Background: an optimization exercise with open tools, aiming at small area. Do not read the settings as production practice.
RTL that was checked went through simulation tests only; none was proved equivalent to the original.
Power figures rest on the tool's default switching activity, not on a simulated workload.

==> inputs of v34 <==
==> flow/design.v <==
module twist_framer (
    input  wire        clk,
    input  wire        rst,           
    input  wire [3:0]  lane,          
    input  wire [7:0]  tap,
    input  wire [15:0] fleyth,
    input  wire [1:0]  just,
    input  wire        lf,
    input  wire        cwv,
    input  wire [14:0] cwp,
    input  wire [43:0] unit_id,
    input  wire [7:0]  mode0,
    input  wire [7:0]  mode1,
    input  wire [7:0]  lane_info,
    input  wire [7:0]  bundle,
    input  wire [39:0] pl_word,
    output wire        pl_take,
    output reg  [1:0]  sym,
    output wire        frame_start,
    output reg         stuff,
    output wire        ovf
);
    localparam [30:0] FAW      = 31'h7125_B696;
    localparam [43:0] SEED_LOW = 44'h5A5_A5A5_A5A5;
    reg [13:0] pos;           
    reg [4:0]  fn;
    reg [2:0]  scr_ofs;
    reg        run_ovf;
    reg [5:0]  run_len;
    reg [9:0]  widx;          
    reg [4:0]  wsym;          
    reg [1:0]  just_q;
    reg [7:0]  crc8;
    reg [15:0] crc16;
    reg [79:0] mf;            
    reg [57:0] scr;           
    reg [37:0] wsr;           
    wire        latch      = (pos == 14'd1);
    wire        in_faw     = (pos < 14'd31);
    wire        is_guard   = (&pos);
    wire        content_left = (widx != 10'd814);
    wire        in_oh      = (&widx[9:2]);
    wire        active     = !in_faw && !is_guard;
    wire        is_stuff   = active && (run_len == 6'd47) && content_left;
    wire        is_content = active && !is_stuff && content_left;
    wire        is_oh      = is_content && in_oh;
    wire        is_payload = is_content && !in_oh;
    wire        oh_crc     = (&widx[1:0]) && (wsym >= 5'd12);       
    wire        oh_mfb     = !widx[0] && (wsym[4:2] == 3'd2);  
    wire        oh_last    = (&widx[1:0]) && (wsym == 5'd19);       
    wire        word_start = (wsym == 5'd0);
    wire        data_word  = (widx < 10'd812) ||
                             (widx == 10'd812 && !just_q[1]) ||
                             (widx == 10'd813 && just_q == 2'd0);
    assign pl_take     = is_payload && word_start && data_word;
    assign frame_start = latch;
    assign ovf         = (pos == 14'd0) && run_ovf;
    wire [1:0]  just_eff = (just == 2'd3) ? 2'd1 : just;
    wire [79:0] mf_in    = {unit_id, lane, mode0, mode1, lane_info, bundle};
    reg  [3:0]  mfb;
    always @(*) begin
        if (fn == 5'd0)
            mfb = unit_id[43:40];
        else if (fn >= 5'd20)
            mfb = crc16[15:12];
        else
            mfb = mf[79 - 4 * fn -: 4];
    end
    wire [55:0] oh_body  = {tap, fleyth, fn, scr_ofs, mfb, just_eff, run_ovf, lf, cwv, cwp};
    wire        sb1  = scr[57] ^ scr[38];
    wire        sb2  = scr[56] ^ scr[37];
    wire [57:0] scr2 = {scr[55:0], sb1, sb2};
    wire [1:0] pw    = word_start ? pl_word[39:38] : wsr[37:36];
    wire [1:0] pbits = data_word ? pw : 2'b00;
    wire [1:0] sbits = pbits ^ {sb1, sb2};
    wire [1:0] plev  = {sbits[1], sbits[1] ^ sbits[0]};    
    wire       ohbit = oh_crc ? crc8[7] : (wsym[0] ? scr[56] : scr[57]);
    reg [1:0] level;
    always @(*) begin
        if (in_faw)
            level = {2{FAW[30 - pos[4:0]]}};
        else if (is_oh)
            level = {2{ohbit}};
        else if (is_payload)
            level = plev;
        else
            level = {2{~sym[1]}};
    end
    always @(posedge clk) begin
        if (rst) begin
            pos     <= 14'd0;
            fn      <= 5'd0;
            scr_ofs <= 3'd0;
            run_ovf <= 1'b0;
            sym     <= 2'd0;
            run_len <= 6'd0;
            stuff   <= 1'b0;
        end else begin
            pos   <= pos + 14'd1;
            sym   <= level;
            stuff <= is_stuff;
            if (level == sym)
                run_len <= run_len + 6'd1;
            else
                run_len <= 6'd1;
            if (is_guard) begin
                fn      <= (fn == 5'd23) ? 5'd0 : fn + 5'd1;
                run_ovf <= content_left;
                if (content_left)
                    scr_ofs <= scr_ofs + 3'd1;
            end
        end
    end
    always @(posedge clk) begin
        if (latch) begin
            widx <= 10'd1020;
            wsym <= 5'd16;
        end else if (is_content) begin
            if (wsym == 5'd19) begin
                wsym <= 5'd0;
                widx <= widx + 10'd1;
            end else begin
                wsym <= wsym + 5'd1;
            end
        end
    end
    always @(posedge clk)
        if (latch)
            just_q <= just_eff;
    always @(posedge clk)
        if (latch && fn == 5'd0)
            mf <= mf_in;
    always @(posedge clk) begin
        if (in_faw)
            crc8 <= 8'd0;
        else if (is_oh)
            crc8 <= {crc8[6:0], 1'b0} ^ ((crc8[7] ^ ohbit) ? 8'h07 : 8'h00);
    end
    always @(posedge clk) begin
        if (latch && fn == 5'd0)
            crc16 <= 16'hFFFF;
        else if (is_oh && oh_mfb)
            crc16 <= {crc16[14:0], 1'b0} ^ ((crc16[15] ^ ohbit) ? 16'h1021 : 16'h0000);
    end
    always @(posedge clk) begin
        if (latch)
            scr <= {oh_body, 2'b00};
        else if (is_oh && oh_last)
            scr <= {2'b10, scr_ofs, fn, wsr[3:0], SEED_LOW};
        else if (is_payload || (is_oh && wsym[0]))
            scr <= scr2;
    end
    always @(posedge clk) begin
        if (latch)
            wsr[3:0] <= lane;
        else if (is_payload) begin
            if (word_start)
                wsr <= pl_word[37:0];
            else
                wsr <= {wsr[35:0], 2'b00};
        end
    end
endmodule
==> flow/run.sh <==
#!/bin/bash
# synth_recipe.tcl (not shown) runs the flow's synth.tcl, then flattens the netlist and writes it again
# the make line also repeats each setting of config.mk as NAME=value (left out here)
make -C /OpenROAD-flow-scripts/flow DESIGN_CONFIG=/design/flow/config.mk WORK_HOME=/design/flow/orfs CLKGATE_MAP_FILE= SYNTH_SCRIPT=/design/flow/synth_recipe.tcl finish
==> flow/config.mk <==
export PLATFORM = sky130hd
export DESIGN_NAME = twist_framer
export DESIGN_NICKNAME = twist_framer
export VERILOG_FILES = /design/flow/design.v
export SDC_FILE = /design/flow/constraint.sdc
export NUM_CORES = 4
export LEC_CHECK = 0
export CAP_MARGIN = 20
export CORE_MARGIN = 2
export CORE_UTILIZATION = 40
export SLEW_MARGIN = 20
==> flow/constraint.sdc <==
create_clock -name core_clock -period 8.0 [get_ports {clk}]
set_input_delay 1.6000 -clock core_clock [delete_from_list [all_inputs] [get_ports {clk}]]
set_output_delay 1.6000 -clock core_clock [all_outputs]
set_load 0.01 [all_outputs]
==> inputs of v29, as changes to v34 <==
==> flow/design.v, changed modules only <==
module twist_framer (
    input  wire        clk,
    input  wire        rst,           
    input  wire [3:0]  lane,          
    input  wire [7:0]  tap,
    input  wire [15:0] fleyth,
    input  wire [1:0]  just,
    input  wire        lf,
    input  wire        cwv,
    input  wire [14:0] cwp,
    input  wire [43:0] unit_id,
    input  wire [7:0]  mode0,
    input  wire [7:0]  mode1,
    input  wire [7:0]  lane_info,
    input  wire [7:0]  bundle,
    input  wire [39:0] pl_word,
    output wire        pl_take,
    output reg  [1:0]  sym,
    output wire        frame_start,
    output reg         stuff,
    output wire        ovf
);
    localparam [30:0] FAW      = 31'h7125_B696;
    localparam [43:0] SEED_LOW = 44'h5A5_A5A5_A5A5;
    reg [13:0] pos;           
    reg [4:0]  fn;
    reg [2:0]  scr_ofs;
    reg        run_ovf;
    reg [5:0]  run_len;
    reg [9:0]  widx;          
    reg [4:0]  wsym;          
    reg [1:0]  just_q;
    reg [79:0] mf;            
    reg [57:0] scr;           
    reg [37:0] wsr;           
    wire        latch      = (pos == 14'd1);
    wire        in_faw     = (pos < 14'd31);
    wire        is_guard   = (&pos);
    wire        content_left = (widx != 10'd814);
    wire        in_oh      = (&widx[9:2]);
    wire        active     = !in_faw && !is_guard;
    wire        is_stuff   = active && (run_len == 6'd47) && content_left;
    wire        is_content = active && !is_stuff && content_left;
    wire        is_oh      = is_content && in_oh;
    wire        is_payload = is_content && !in_oh;
    wire        oh_crc     = (&widx[1:0]) && (wsym >= 5'd12);       
    wire        oh_last    = (&widx[1:0]) && (wsym == 5'd19);       
    wire        word_start = (wsym == 5'd0);
    wire        data_word  = (widx < 10'd812) ||
                             (widx == 10'd812 && !just_q[1]) ||
                             (widx == 10'd813 && just_q == 2'd0);
    assign pl_take     = is_payload && word_start && data_word;
    assign frame_start = latch;
    assign ovf         = (pos == 14'd0) && run_ovf;
    wire [1:0]  just_eff = (just == 2'd3) ? 2'd1 : just;
    wire [79:0] mf_in    = {unit_id, lane, mode0, mode1, lane_info, bundle};
    localparam [15:0] CRC_OF_ZEROS = 16'hE139;   
    wire        fn_hi    = fn[4] && fn[2];                  
    wire        mf_rot   = (pos[13:2] == 12'd32);           
    wire        crc_win  = (fn == 5'd19) && (&pos[13:7]) &&
                           (pos[6:0] >= 7'd16) && (pos[6:0] < 7'd96);
    wire        sb1  = scr[57] ^ scr[38];
    wire        sb2  = scr[56] ^ scr[37];
    wire [57:0] scr2 = {scr[55:0], sb1, sb2};
    wire [1:0] pw    = word_start ? pl_word[39:38] : wsr[37:36];
    wire [1:0] pbits = data_word ? pw : 2'b00;
    wire [1:0] sbits = pbits ^ {sb1, sb2};
    wire [1:0] plev  = {sbits[1], sbits[1] ^ sbits[0]};    
    wire       fldA_reg = (widx[1:0] == 2'd2) && !wsym[4];        
    wire       oh_fld   = (widx[1:0] == 2'd2) && (wsym < 5'd15);  
    wire [3:0] mfb      = mf[79:76] ^ (fn_hi ? CRC_OF_ZEROS[15 - 4 * fn[1:0] -: 4] : 4'h0);
    reg        fldA, fldB;
    always @(*) begin
        case (wsym[3:1])
            3'd0: begin fldA = fn[4];      fldB = fn[3];      end
            3'd1: begin fldA = fn[2];      fldB = fn[1];      end
            3'd2: begin fldA = fn[0];      fldB = scr_ofs[2]; end
            3'd3: begin fldA = scr_ofs[1]; fldB = scr_ofs[0]; end
            3'd4: begin fldA = mfb[3];     fldB = mfb[2];     end
            3'd5: begin fldA = mfb[1];     fldB = mfb[0];     end
            3'd6: begin fldA = just_q[1];  fldB = just_q[0];  end
            default: begin fldA = run_ovf; fldB = 1'b0;       end
        endcase
    end
    wire       bitA  = fldA_reg ? fldA : scr[57];
    wire       bitB  = oh_fld ? fldB : scr[56];
    wire       ohbit = oh_crc ? (wsym[0] ? scr[6] : scr[7]) :
                       (wsym[0] ? bitB : bitA);
    wire       c_mask = (widx[1:0] == 2'd0) || (widx[1:0] == 2'd1 && wsym[4:1] == 4'd0);
    wire       fbA   = in_oh && !oh_crc && (bitA ^ (scr[7] && !c_mask));
    wire       fbB   = in_oh && !oh_crc && (bitB ^ (scr[6] && !c_mask));
    reg [1:0] level;
    always @(*) begin
        if (in_faw)
            level = {2{FAW[30 - pos[4:0]]}};
        else if (is_oh)
            level = {2{ohbit}};
        else if (is_payload)
            level = plev;
        else
            level = {2{~sym[1]}};
    end
    always @(posedge clk) begin
        if (rst) begin
            pos     <= 14'd0;
            fn      <= 5'd0;
            scr_ofs <= 3'd0;
            run_ovf <= 1'b0;
            sym     <= 2'd0;
            run_len <= 6'd0;
            stuff   <= 1'b0;
        end else begin
            pos   <= pos + 14'd1;
            sym   <= level;
            stuff <= is_stuff;
            if (level == sym)
                run_len <= run_len + 6'd1;
            else
                run_len <= 6'd1;
            if (is_guard) begin
                fn      <= (fn == 5'd23) ? 5'd0 : fn + 5'd1;
                run_ovf <= content_left;
                if (content_left)
                    scr_ofs <= scr_ofs + 3'd1;
            end
        end
    end
    always @(posedge clk) begin
        if (latch) begin
            widx <= 10'd1020;
            wsym <= 5'd16;
        end else if (is_content) begin
            if (wsym == 5'd19) begin
                wsym <= 5'd0;
                widx <= widx + 10'd1;
            end else begin
                wsym <= wsym + 5'd1;
            end
        end
    end
    always @(posedge clk)
        if (latch)
            just_q <= just_eff;
    always @(posedge clk)
        if (latch && fn == 5'd0)
            mf <= mf_in;
        else if (mf_rot || crc_win)
            mf <= {mf[78:0], mf_rot && mf[79]} ^
                  ((crc_win && mf[79]) ? {16'h1021, 64'd0} : 80'd0);
    always @(posedge clk) begin
        if (latch) begin
            scr[57:34] <= {tap, fleyth};
            scr[18:0]  <= {lf, cwv, cwp, 2'b00};
        end else if (is_oh && oh_last)
            scr <= {2'b10, scr_ofs, fn, wsr[3:0], SEED_LOW};
        else if (is_payload || (is_oh && wsym[0]))
            scr <= {scr[55:2], scr[1] ^ fbA, scr[0] ^ fbA ^ fbB,
                    in_oh ? {fbA ^ fbB, fbB} : {sb1, sb2}};
    end
    always @(posedge clk) begin
        if (latch)
            wsr[3:0] <= lane;
        else if (is_payload) begin
            if (word_start)
                wsr <= pl_word[37:0];
            else
                wsr <= {wsr[35:0], 2'b00};
        end
    end
endmodule
==> flow/flow/run.sh (new file) <==
#!/bin/bash
# Layout: the standard ORFS flow, with the port buffers made from the
# smallest buffer cell and a clock tree of sky130_fd_sc_hd__clkbuf_16 leaf buffers without dummy loads.
set -euo pipefail
bash standard.sh \
  BUFFER_PORTS_ARGS="-buffer_cell sky130_fd_sc_hd__buf_1" \
  CTS_ARGS="-sink_clustering_enable -repair_clock_nets -dont_use_dummy_load -sink_clustering_size 30 -sink_clustering_max_diameter 100 -buf_list {sky130_fd_sc_hd__clkbuf_16}" \
  finish > standard_flow.log 2>&1
==> flow/standard.sh (new file) <==
#!/bin/bash
# synth_recipe.tcl (not shown) runs the flow's synth.tcl, then flattens the netlist and writes it again
# the make line also repeats each setting of config.mk as NAME=value (left out here)
make -C /OpenROAD-flow-scripts/flow DESIGN_CONFIG=/design/flow/config.mk WORK_HOME=/design/flow/orfs CLKGATE_MAP_FILE= SYNTH_SCRIPT=/design/flow/synth_recipe.tcl "${@:-finish}"
--- a/flow/config.mk
+++ b/flow/config.mk
@@ -7,5 +7,5 @@
 export LEC_CHECK = 0
-export CAP_MARGIN = 20
+export CAP_MARGIN = 0
 export CORE_MARGIN = 2
 export CORE_UTILIZATION = 40
-export SLEW_MARGIN = 20
+export SLEW_MARGIN = 0
removed: flow/run.sh
==> inputs of v20, as changes to v34 <==
--- a/flow/design.v
+++ b/flow/design.v
@@ -32,3 +32,2 @@
     reg [1:0]  just_q;
-    reg [7:0]  crc8;
     reg [15:0] crc16;
@@ -76,3 +75,7 @@
     wire [1:0] plev  = {sbits[1], sbits[1] ^ sbits[0]};    
-    wire       ohbit = oh_crc ? crc8[7] : (wsym[0] ? scr[56] : scr[57]);
+    wire       ohbit = oh_crc ? (wsym[0] ? scr[6] : scr[7])
+                              : (wsym[0] ? scr[56] : scr[57]);
+    wire       c_mask = (widx[1:0] == 2'd0) || (widx[1:0] == 2'd1 && wsym[4:1] == 4'd0);
+    wire       fbA   = in_oh && !oh_crc && (scr[57] ^ (scr[7] && !c_mask));
+    wire       fbB   = in_oh && !oh_crc && (scr[56] ^ (scr[6] && !c_mask));
     reg [1:0] level;
@@ -133,8 +136,2 @@
     always @(posedge clk) begin
-        if (in_faw)
-            crc8 <= 8'd0;
-        else if (is_oh)
-            crc8 <= {crc8[6:0], 1'b0} ^ ((crc8[7] ^ ohbit) ? 8'h07 : 8'h00);
-    end
-    always @(posedge clk) begin
         if (latch && fn == 5'd0)
@@ -150,3 +147,4 @@
         else if (is_payload || (is_oh && wsym[0]))
-            scr <= scr2;
+            scr <= {scr[55:2], scr[1] ^ fbA, scr[0] ^ fbA ^ fbB,
+                    in_oh ? {fbA ^ fbB, fbB} : {sb1, sb2}};
     end
==> flow/flow/run.sh (new file) <==
#!/bin/bash
# Layout: the standard ORFS flow, with the port buffers made from the
# smallest buffer cell and a clock tree of sky130_fd_sc_hd__clkbuf_8 leaf buffers without dummy loads.
set -euo pipefail
bash standard.sh \
  BUFFER_PORTS_ARGS="-buffer_cell sky130_fd_sc_hd__buf_1" \
  CTS_ARGS="-sink_clustering_enable -repair_clock_nets -dont_use_dummy_load -sink_clustering_size 14 -sink_clustering_max_diameter 60 -buf_list {sky130_fd_sc_hd__clkbuf_8}" \
  finish > standard_flow.log 2>&1
==> flow/standard.sh (new file) <==
#!/bin/bash
# synth_recipe.tcl (not shown) runs the flow's synth.tcl, then flattens the netlist and writes it again
# the make line also repeats each setting of config.mk as NAME=value (left out here)
make -C /OpenROAD-flow-scripts/flow DESIGN_CONFIG=/design/flow/config.mk WORK_HOME=/design/flow/orfs CLKGATE_MAP_FILE= SYNTH_SCRIPT=/design/flow/synth_recipe.tcl "${@:-finish}"
--- a/flow/config.mk
+++ b/flow/config.mk
@@ -7,5 +7,8 @@
 export LEC_CHECK = 0
-export CAP_MARGIN = 20
+export CAP_MARGIN = 0
 export CORE_MARGIN = 2
 export CORE_UTILIZATION = 40
-export SLEW_MARGIN = 20
+export CTS_BUF_LIST = sky130_fd_sc_hd__clkbuf_2 sky130_fd_sc_hd__clkbuf_4 sky130_fd_sc_hd__clkbuf_8
+export CTS_CLUSTER_DIAMETER = 100
+export CTS_CLUSTER_SIZE = 30
+export SLEW_MARGIN = 0
removed: flow/run.sh
==> comparison table <==
                                                                                                           v29         v34         v20
Status                                                                                timing/DRC/antenna clean  timing/DRC/antenna clean  timing/DRC/antenna clean
Multi-input gates                                                                                          575         538         582
Arithmetic-cell share of the synthesized area counting full adders, half adders and majority gates       1.99%       1.93%       2.17%
Worst reg-to-reg path cell count                                                                            11           9           9
Cell seen most often among critical-path stages                                                          buf_4           -      and4_1
Routing usage on met1                                                                                    22.5%       23.3%       23.4%
Proportion of total power due to net switching                                                           22.9%       21.8%       22.8%
Share of final layout cell area taken by clock buffers and inverters                                     2.31%       6.53%       2.70%
Startpoint of the worst-slack reg-to-reg timing path                                                   pos[12]      pos[0]      pos[5]
Remaining max-slew budget at the tightest pin                                                            26.5%       33.2%       32.0%
Repair and plain buffers                                                                                   179         183         181
Start point of the worst hold path                                                                     run_ovf     crc8[3]    crc16[1]
Cell at the root of the clock tree                                                                   clkbuf_16   clkbuf_16    clkbuf_8
CTS Sinks                                                                                                  225         249         241
Endpoint of the worst register-to-register path                                                         mf[39]     scr[21]       mf[1]
GR Layer Usage met3                                                                                      5.81%       3.31%       3.54%
Total wire length                                                                                    23,300 µm   24,300 µm   24,400 µm
Core area                                                                                           26,200 µm²  27,000 µm²  26,900 µm²
Number of global-route vias before repair                                                                6,889       7,319       7,004
Number of buffers and inverters on the critical path                                                         4           3           1
No functional check of the RTL was part of v29 and v20.

==> what the ideal ports hide <==
No port has a modelled driver above. Below, the same layouts with a new extraction and two added sets of constraints. Step 1, drivers: a clkbuf_16 drives clk and a buf_2 each remaining input, both assumed. Step 2 times the ports against the registers' clock, not the clock port: input delays grow and output delays shrink by t, the midpoint of the rising clock arrivals with the driver on. Three values: ideal ports, drivers, drivers and shift; two values: the first two.
run | t, ns | slack for setup (ns) | worst hold slack (ns) | clock arrival spread, ns
v34 | 0.577 | 2.870 / 2.822 / 3.398 | 0.455 / 0.455 / 0.455 | 0.017 / 0.017
v29 | 0.512 | 3.256 / 3.211 / 3.723 | 0.491 / 0.491 / 0.491 | 0.034 / 0.034
v20 | 0.569 | 3.452 / 3.412 / 3.980 | 0.469 / 0.469 / 0.469 | 0.053 / 0.053
After both steps setup and hold are still met in every run listed.
